Context: an optimization exercise on an open-source flow, tuned for small area, a short achievable clock period and few clock cycles per item. The choices shown serve that exercise and are no tape-out recipe.
In this exercise RTL edits were held to simulation tests only and were not proved equivalent to the original.

== the previous run ==
## filet_enc
module filet_enc (
    input  wire        clk,
    input  wire        rst,           
    input  wire        in_valid,
    output reg         in_ready,
    input  wire [19:0] in_data,       
    input  wire        in_eos,        
    input  wire        in_eol,        
    input  wire [1:0]  cfg_depth,     
    input  wire [5:0]  cfg_e,         
    output reg         out_valid,
    input  wire        out_ready,
    output reg  [31:0] out_data,
    output reg         out_last
);
    localparam N    = 35;             
    localparam CAP  = 88;             
    integer i, k, i1, i2, i3, k1, k2;
    function [4:0] bits_of;
        input [1:0] d;
        bits_of = (d == 2'd0) ? 5'd10 : (d == 2'd1) ? 5'd12 : 5'd20;
    endfunction
    function ult12;
        input [11:0] a, b;
        reg lt, eq;
        integer q;
        begin
            lt = 1'b0; eq = 1'b1;
            for (q = 11; q >= 0; q = q - 1) begin
                lt = lt | (eq & ~a[q] & b[q]);
                eq = eq & ~(a[q] ^ b[q]);
            end
            ult12 = lt;
        end
    endfunction
    function slt10;
        input [9:0] a, b;
        slt10 = ult12({2'b0, ~a[9], a[8:0]}, {2'b0, ~b[9], b[8:0]});
    endfunction
    function [26:0] drows;
        input [19:0] aq;
        input [6:0]  r;
        input [6:0]  step;
        reg   [19:0] a;
        reg   [6:0]  rr;
        reg   [8:0]  df;
        integer n;
        begin
            a  = aq;
            rr = r;
            for (n = 0; n < 5; n = n + 1) begin
                df = {1'b0, rr, a[19]} - {2'b0, step};
                a  = {a[18:0], ~df[8]};
                rr = df[8] ? {rr[5:0], aq[19-n]} : df[6:0];
            end
            drows = {a, rr};
        end
    endfunction
    function [44:0] therm;
        input [5:0] n;
        integer t;
        begin
            for (t = 0; t < 45; t = t + 1)
                therm[t] = ult12(t, {6'd0, n});
        end
    endfunction
    function [8:0] qstep;
        input        sg;
        input [6:0]  R;
        input signed [7:0] dxp;
        input [5:0]  e;
        input        xlo, xhi;
        input [5:0]  x6, t6;
        reg signed [9:0] v, rr, rs, dxn, se, st, xx, tt;
        reg adj;
        reg signed [7:0] dxo;
        begin
            rr  = {3'd0, R};
            rs  = sg ? -rr : rr;
            v   = rs + dxp;
  ...
For scale: ~2,000 flip-flops, roughly 69 I/O pins.
make LEC_CHECK=0 CAP_MARGIN=20 CORE_MARGIN=2 CORE_UTILIZATION=40 CTS_CLUSTER_DIAMETER=107 CTS_CLUSTER_SIZE=22 SLEW_MARGIN=20 finish   # period 65.0 ns
run.sh (not shown) runs the stock make flow with config.mk's settings and CLKGATE_MAP_FILE= SYNTH_SCRIPT=/design/flow/synth_recipe.tcl, a recipe that flattens the netlist after the stock synthesis.
Testbench counts of the previous run, summed over its fixed seeds: cycles 109,769, samples 109,175.
Here is what was changed in the inputs of the current run compared with the previous run.
Settings: CTS_CLUSTER_SIZE: 22 -> 20; CORE_UTILIZATION: 40 -> 60; PLACE_DENSITY: unset -> 0.7.
Notes after the runs:
Compared with the previous run, in the current run relative area of clock buffers and inverters in the final design went down; starting utilization of the core area went up; number of post-CTS setup repair buffers did not really move.
The previous run vs the current run, launching instance or port of the critical path: out_valid vs in_ready

filet_enc again, from the RTL that the note above started with.
==> flow/config.mk <==
export PLATFORM = sky130hd
export DESIGN_NAME = filet_enc
export DESIGN_NICKNAME = filet_enc
export VERILOG_FILES = /design/flow/design.v
export SDC_FILE = /design/flow/constraint.sdc
export NUM_CORES = 4
export LEC_CHECK = 0
export CAP_MARGIN = 20
export CORE_MARGIN = 2
export CORE_UTILIZATION = 40
export CTS_CLUSTER_DIAMETER = 107
export CTS_CLUSTER_SIZE = 24
export SLEW_MARGIN = 20
==> flow/constraint.sdc <==
create_clock -name core_clock -period 65.0 [get_ports {clk}]
set_input_delay 13.0000 -clock core_clock [delete_from_list [all_inputs] [get_ports {clk}]]
set_output_delay 13.0000 -clock core_clock [all_outputs]
set_load 0.01 [all_outputs]
The first run finished with timing, DRC and antenna clean.
Testbench counts at the start, summed over its fixed seeds: cycles 109,769, samples 109,175.
Then changed:
- CTS_CLUSTER_DIAMETER: 107 -> not set
- CTS_CLUSTER_SIZE: 24 -> not set
Outcome: Cell count increases by 1.4%. Register-to-register slack gets better by 0.04 ns. Non-clock buffer count does not change.

[static timing again, ports no longer ideal]
How much do the figures lean on ideal ports? The routed layouts below were timed once more, with nothing changed but the port constraints.
Step 1 assumes that a clkbuf_16 drives the clock port and a buf_2 every other input.
Step 2 times the ports against the registers' clock, not the clock port: input delays grow and output delays shrink by t, the midpoint of the rising clock arrivals with the driver on.
Three values: ideal, step 1, step 2; two values: the first two.
run	t (ns)	slack for setup (ns)	worst register clock-pin slew, ns	worst slew at a driven data input, ns
the previous run	0.895	50.188 / 50.097 / 49.723	0.10 / 0.10	0.05
the current run	0.871	50.068 / 49.984 / 49.537	0.10 / 0.10	0.15
the first run of note 2	0.886	50.160 / 50.069 / 49.729	0.11 / 0.11	0.06
the second run of note 2	0.952	50.121 / 50.029 / 49.668	0.07 / 0.07	0.05
After both steps every run listed still meets setup and hold. For the current run, which loses most, drivers alone change the setup slack by -0.084 ns; drivers and shift together by -0.531 ns.
